This is an optimization exercise on Yosys and OpenROAD, whose aim is small area, a short achievable clock period and few clock cycles, not a production implementation. Only simulation tests tie the RTL to the original design; equivalence was not proved. Power figures rest on the tool's default switching activity, not on a simulated workload.

==> inputs of v6 <==
==> flow/design.v <==
module canopy_fec_rx (
    input  wire         clk,
    input  wire         rst,         
    input  wire         start,
    input  wire [30:0]  seed,
    input  wire         in_valid,
    output wire         in_ready,
    input  wire [13:0]  in_trits,
    output reg          out_valid,
    input  wire         out_ready,
    output reg  [9:0]   out_sym,
    output reg          out_era,     
    output reg          out_last,    
    output wire [159:0] out_synd,    
    output reg  [9:0]   out_nera     
);
    wire clr = rst | start;
    reg [13:0] ir_t;
    reg        ir_v;
    reg        rdy;
    assign in_ready = rdy;
    wire       ir_free;              
    always @(posedge clk) begin
        if (ir_free)
            ir_t <= in_trits;
        ir_v <= ~clr & (in_valid | ~rdy);
    end
    wire dc_1 = ir_t[0] ^ ir_t[2] ^ ir_t[4];
    wire dc_2 = (ir_t[0] & ir_t[2]) | (ir_t[0] & ir_t[4]) | (ir_t[2] & ir_t[4]);
    wire dc_3 = ir_t[6] ^ ir_t[8] ^ ir_t[10];
    wire dc_4 = (ir_t[6] & ir_t[8]) | (ir_t[6] & ir_t[10]) | (ir_t[8] & ir_t[10]);
    wire dc_5 = ir_t[1] ^ (ir_t[2] | ir_t[3]) ^ ir_t[5];
    wire dc_6 = (ir_t[1] & (ir_t[2] | ir_t[3])) | (ir_t[1] & ir_t[5]) | ((ir_t[2] | ir_t[3]) & ir_t[5]);
    wire dc_7 = (ir_t[6] | ir_t[7]) ^ ir_t[9] ^ (ir_t[10] | ir_t[11]);
    wire dc_8 = ((ir_t[6] | ir_t[7]) & ir_t[9]) | ((ir_t[6] | ir_t[7]) & (ir_t[10] | ir_t[11])) | (ir_t[9] & (ir_t[10] | ir_t[11]));
    wire dc_9 = ir_t[3] ^ ir_t[7] ^ ir_t[11];
    wire dc_10 = (ir_t[3] & ir_t[7]) | (ir_t[3] & ir_t[11]) | (ir_t[7] & ir_t[11]);
    wire dc_11 = ir_t[4] ^ ir_t[6] ^ ir_t[12];
    wire dc_12 = (ir_t[4] & ir_t[6]) | (ir_t[4] & ir_t[12]) | (ir_t[6] & ir_t[12]);
    wire dc_13 = ir_t[5] ^ (ir_t[6] | ir_t[7]) ^ ir_t[8];
    wire dc_14 = (ir_t[5] & (ir_t[6] | ir_t[7])) | (ir_t[5] & ir_t[8]) | ((ir_t[6] | ir_t[7]) & ir_t[8]);
    wire dc_15 = ir_t[7] ^ ir_t[9] ^ (ir_t[10] | ir_t[11]);
    wire dc_16 = (ir_t[7] & ir_t[9]) | (ir_t[7] & (ir_t[10] | ir_t[11])) | (ir_t[9] & (ir_t[10] | ir_t[11]));
    wire dc_17 = ir_t[8] ^ (ir_t[10] | ir_t[11]) ^ ir_t[12];
    wire dc_18 = (ir_t[8] & (ir_t[10] | ir_t[11])) | (ir_t[8] & ir_t[12]) | ((ir_t[10] | ir_t[11]) & ir_t[12]);
    wire dc_19 = ir_t[9] ^ (ir_t[10] | ir_t[11]) ^ (ir_t[12] | ir_t[13]);
    wire dc_20 = (ir_t[9] & (ir_t[10] | ir_t[11])) | (ir_t[9] & (ir_t[12] | ir_t[13])) | ((ir_t[10] | ir_t[11]) & (ir_t[12] | ir_t[13]));
    wire dc_21 = dc_1 ^ dc_3 ^ ir_t[12];
    wire dc_22 = (dc_1 & dc_3) | (dc_1 & ir_t[12]) | (dc_3 & ir_t[12]);
    wire dc_23 = dc_2 ^ dc_4 ^ dc_5;
    wire dc_24 = (dc_2 & dc_4) | (dc_2 & dc_5) | (dc_4 & dc_5);
    wire dc_25 = dc_6 ^ dc_8 ^ dc_9;
    wire dc_26 = (dc_6 & dc_8) | (dc_6 & dc_9) | (dc_8 & dc_9);
    wire dc_27 = dc_12 ^ dc_13 ^ ir_t[10];
    wire dc_28 = (dc_12 & dc_13) | (dc_12 & ir_t[10]) | (dc_13 & ir_t[10]);
    wire dc_29 = dc_14 ^ dc_15 ^ ir_t[13];
    wire dc_30 = (dc_14 & dc_15) | (dc_14 & ir_t[13]) | (dc_15 & ir_t[13]);
    wire dc_31 = dc_20 ^ ir_t[11] ^ ir_t[13];
    wire dc_32 = (dc_20 & ir_t[11]) | (dc_20 & ir_t[13]) | (ir_t[11] & ir_t[13]);
    wire dc_33 = dc_22 ^ dc_23 ^ dc_7;
    wire dc_34 = (dc_22 & dc_23) | (dc_22 & dc_7) | (dc_23 & dc_7);
    wire dc_35 = dc_26 ^ dc_10 ^ dc_11;
    wire dc_36 = (dc_26 & dc_10) | (dc_26 & dc_11) | (dc_10 & dc_11);
    wire dc_37 = dc_30 ^ dc_16 ^ dc_17;
    wire dc_38 = (dc_30 & dc_16) | (dc_30 & dc_17) | (dc_16 & dc_17);
    wire dc_39 = dc_34 ^ dc_24 ^ dc_25;
    wire dc_40 = (dc_34 & dc_24) | (dc_34 & dc_25) | (dc_24 & dc_25);
    wire dc_41 = dc_36 ^ dc_27 ^ (ir_t[12] | ir_t[13]);
    wire dc_42 = (dc_36 & dc_27) | (dc_36 & (ir_t[12] | ir_t[13])) | (dc_27 & (ir_t[12] | ir_t[13]));
    wire dc_43 = dc_38 ^ dc_18 ^ dc_19;
    wire dc_44 = (dc_38 & dc_18) | (dc_38 & dc_19) | (dc_18 & dc_19);
    wire dc_45 = dc_42 ^ dc_28 ^ dc_29;
    wire dc_46 = (dc_42 & dc_28) | (dc_42 & dc_29) | (dc_28 & dc_29);
    wire [11:0] dc_ra = {1'b0, ir_t[13], dc_32, dc_44, dc_43, dc_46, dc_45, dc_41, dc_40, dc_39, dc_33, dc_21};
    wire [11:0] dc_rb = {1'b0, 1'b0, ir_t[12], dc_31, 1'b0, dc_37, 1'b0, 1'b0, dc_35, 1'b0, ir_t[13], 1'b0};
    wire [11:0] gval = dc_ra + dc_rb;
    wire        g_era  = gval[11];
    wire [10:0] g_bits = g_era ? 11'd0 : gval[10:0];
    reg  [30:0] scr;
    reg  [30:0] scr_next;
    reg  [10:0] key;
    integer b;
    always @(*) begin
        scr_next = scr;
        for (b = 10; b >= 0; b = b - 1) begin
            key[b]   = scr_next[30] ^ scr_next[27];
            scr_next = {scr_next[29:0], key[b]};
        end
    end
    reg [10:0] qd [0:2];
    reg [2:0]  qe;
    reg [2:0]  wp, rp;           
    reg [1:0]  n;                
    reg [3:0]  o;
    wire mv   = ir_v & (n != 2'd3);
    assign ir_free = ~ir_v | (n != 2'd3);
    wire have = n[1] | (n[0] & (o[3:1] == 3'd0));
    wire pop  = have & (~out_valid | out_ready);
    wire drop = pop & (o != 4'd0);
    wire [1:0] n_nx = n + {1'b0, mv} - {1'b0, drop};
    always @(posedge clk) begin
        if (start)
            scr <= seed;
        else if (mv)
            scr <= scr_next;
    end
    integer i;
    always @(posedge clk) begin
        for (i = 0; i < 3; i = i + 1)
            if (mv & wp[i]) begin
                qd[i] <= g_bits ^ key;
                qe[i] <= g_era;
            end
    end
    always @(posedge clk) begin
        if (clr) begin
            n   <= 2'd0;
            o   <= 4'd0;
            wp  <= 3'b001;
            rp  <= 3'b001;
            rdy <= 1'b1;
        end else begin
            n   <= n_nx;
            if (pop)
                o <= (o == 4'd0) ? 4'd10 : o - 4'd1;
            if (mv)
                wp <= {wp[1:0], wp[2]};
            if (drop)
                rp <= {rp[1:0], rp[2]};
            rdy <= ~(in_valid | ~rdy) | (n_nx != 2'd3);
        end
    end
    wire [10:0] qa = ({11{rp[0]}} & qd[0]) | ({11{rp[1]}} & qd[1]) | ({11{rp[2]}} & qd[2]);
    wire [10:0] qb = ({11{rp[2]}} & qd[0]) | ({11{rp[0]}} & qd[1]) | ({11{rp[1]}} & qd[2]);
    wire        ea = |(rp & qe);
    wire        eb = |({rp[1:0], rp[2]} & qe);
    wire [21:0] win    = {qa, qb};
    wire [21:0] win_sh = win << o;
    wire [9:0]  sym     = win_sh[21:12];
    wire        sym_era = ea | (eb & (o >= 4'd2));
    function [9:0] gf_mul(input [9:0] a, input [9:0] c);
        integer k;
        reg [9:0] acc;
        reg [9:0] sh;
        begin
            acc = 10'd0;
            sh  = a;
            for (k = 0; k < 10; k = k + 1) begin
                if (c[k])
                    acc = acc ^ sh;
                sh = {sh[8:0], 1'b0} ^ (sh[9] ? 10'h009 : 10'h000);
            end
            gf_mul = acc;
        end
    endfunction
    function [9:0] alpha_pow(input integer jj);
        integer k;
        reg [9:0] p;
        begin
            p = 10'd1;
            for (k = 0; k < jj; k = k + 1)
                p = gf_mul(p, 10'd2);
            alpha_pow = p;
        end
    endfunction
    localparam [9:0] POS0 = 10'h3ff;
    localparam [9:0] POSL = 10'h15b;
    reg  [9:0] pos;
    wire       is_last = (pos == POSL);
    reg        first;                
    reg [9:0] synd [0:15];
    integer j;
    always @(posedge clk) begin
        if (clr) begin
            pos       <= POS0;
            out_valid <= 1'b0;
            out_last  <= 1'b0;
            first     <= 1'b1;
        end else if (pop) begin
            out_valid <= 1'b1;
            out_last  <= is_last;
            first     <= is_last;
            pos       <= is_last ? POS0 : {pos[8:0], pos[9] ^ pos[6]};
        end else if (out_ready) begin
            out_valid <= 1'b0;
        end
    end
    always @(posedge clk) begin
        if (pop) begin
            out_sym  <= sym;
            out_era  <= sym_era;
            out_nera <= (first ? 10'd0 : out_nera) + {9'd0, sym_era};
            for (j = 0; j < 16; j = j + 1)
                synd[j] <= (first ? 10'd0 : gf_mul(synd[j], alpha_pow(j))) ^ sym;
        end
    end
    genvar g;
    generate
        for (g = 0; g < 16; g = g + 1) begin : g_synd
            assign out_synd[10*g +: 10] = synd[g];
        end
    endgenerate
endmodule
==> flow/flow/run.sh <==
#!/bin/bash
# Standard ORFS layout, with plain buffers on the ports.
set -euo pipefail
bash standard.sh "BUFFER_PORTS_ARGS=-buffer_cell sky130_fd_sc_hd__buf_1" finish > standard_flow.log 2>&1
==> flow/standard.sh <==
#!/bin/bash
# synth_recipe.tcl (not shown) runs the flow's synth.tcl, then flattens the netlist and writes it again
# the make line also repeats each setting of config.mk as NAME=value (left out here)
make -C /OpenROAD-flow-scripts/flow DESIGN_CONFIG=/design/flow/config.mk WORK_HOME=/design/flow/orfs CLKGATE_MAP_FILE= SYNTH_SCRIPT=/design/flow/synth_recipe.tcl "${@:-finish}"
==> flow/config.mk <==
export PLATFORM = sky130hd
export DESIGN_NAME = canopy_fec_rx
export DESIGN_NICKNAME = canopy_fec_rx
export VERILOG_FILES = /design/flow/design.v
export SDC_FILE = /design/flow/constraint.sdc
export NUM_CORES = 4
export LEC_CHECK = 0
export CAP_MARGIN = 20
export CORE_MARGIN = 2
export CORE_UTILIZATION = 40
export SLEW_MARGIN = 20
==> flow/constraint.sdc <==
create_clock -name core_clock -period 13.0 [get_ports {clk}]
set_input_delay 2.6000 -clock core_clock [delete_from_list [all_inputs] [get_ports {clk}]]
set_output_delay 2.6000 -clock core_clock [all_outputs]
set_load 0.01 [all_outputs]
==> v39: changes against v6 <==
==> flow/flow/run.sh (replaced) <==
#!/bin/bash
set -euo pipefail
bash standard.sh "BUFFER_PORTS_ARGS=-buffer_cell sky130_fd_sc_hd__buf_1" SETUP_SLACK_MARGIN=9 finish > standard_flow.log 2>&1
- CORE_UTILIZATION: 40 -> 55
==> v36: changes against v6 <==
==> flow/flow/run.sh (replaced) <==
#!/bin/bash
# The standard ORFS layout (the standard.sh: standard synthesis, floorplan,
# placement, CTS, routing), with two changes:
#  - the ports get plain sky130 buf_1 buffers instead of the delay cell that
#    buffer_ports picks by default (every port still gets its buffer);
#  - the resizer's repair_timing aims for 9 ns of setup slack instead of 0, so it
#    also works on paths that already meet the 13 ns clock.
# The SDC (clock period, I/O delays, loads) is the standard flow's, unchanged.
set -euo pipefail
bash standard.sh "BUFFER_PORTS_ARGS=-buffer_cell sky130_fd_sc_hd__buf_1" SETUP_SLACK_MARGIN=9 finish > standard_flow.log 2>&1
==> summary.md <==
| Metric | Value |
|---|---|
| Clk pwr share | `39.4%` |
| Status | `no timing/DRC/antenna violations` |
| Nets | `1535` |
| Combinational share of power | `15.8%` |
| Crit share post-route | `36.7%` |
| Fmax | `0.210 GHz` |
the above is filed under v6

==> summary.md <==
| Metric | Value |
|---|---|
| Status | `no timing/DRC/antenna violations` |
| Nets | `1542` |
| Clk pwr share | `36.0%` |
| Count leader, synth | `edfxtp_1` |
| Crit share post-route | `30.5%` |
| Combinational share of power | `18.7%` |
| Clk sinks | `289` |
| Fmax | `0.252 GHz` |
the above is filed under v36

==> summary.md <==
| Metric | Value |
|---|---|
| Fmax | `0.253 GHz` |
| Nets | `1545` |
| Clk pwr share | `36.8%` |
| Status | `no timing/DRC/antenna violations` |
| Combinational share of power | `18.5%` |
the above is filed under v39

Testbench counts of v6, summed over its fixed seeds: cycles 52,248.
Testbench counts of v39, summed over its fixed seeds: cycles 52,248.
Testbench counts of v36, summed over its fixed seeds: cycles 52,248.

## separate check: timing with driven ports
In the flow no input, the clock included, has a driving cell. The finished layouts below were timed again as built, in two steps. Step 1 sets driving cells, clkbuf_16 on the clock port and buf_2 on the other inputs (assumed; they add their load-dependent delay and slew). Step 2 also shifts input and output timing later by t, the mid clock arrival at the registers, as if the neighbouring blocks saw the same clock. Slacks: ideal ports / drivers / drivers and shift; pairs: ideal ports / drivers.
run | t (ns) | setup WS [ns] | worst hold slack (ns)
v6 | 0.581 | 8.234 / 8.265 / 7.684 | 0.470 / 0.470 / 0.470
v39 | 0.554 | 9.040 / 9.040 / 8.591 | 0.452 / 0.452 / 0.452
v36 | 0.569 | 9.033 / 9.033 / 8.534 | 0.460 / 0.460 / 0.460
After both steps setup and hold are still met in every run listed. For v6, which loses most, drivers alone change the setup slack by +0.031 ns; drivers and shift together by -0.550 ns.
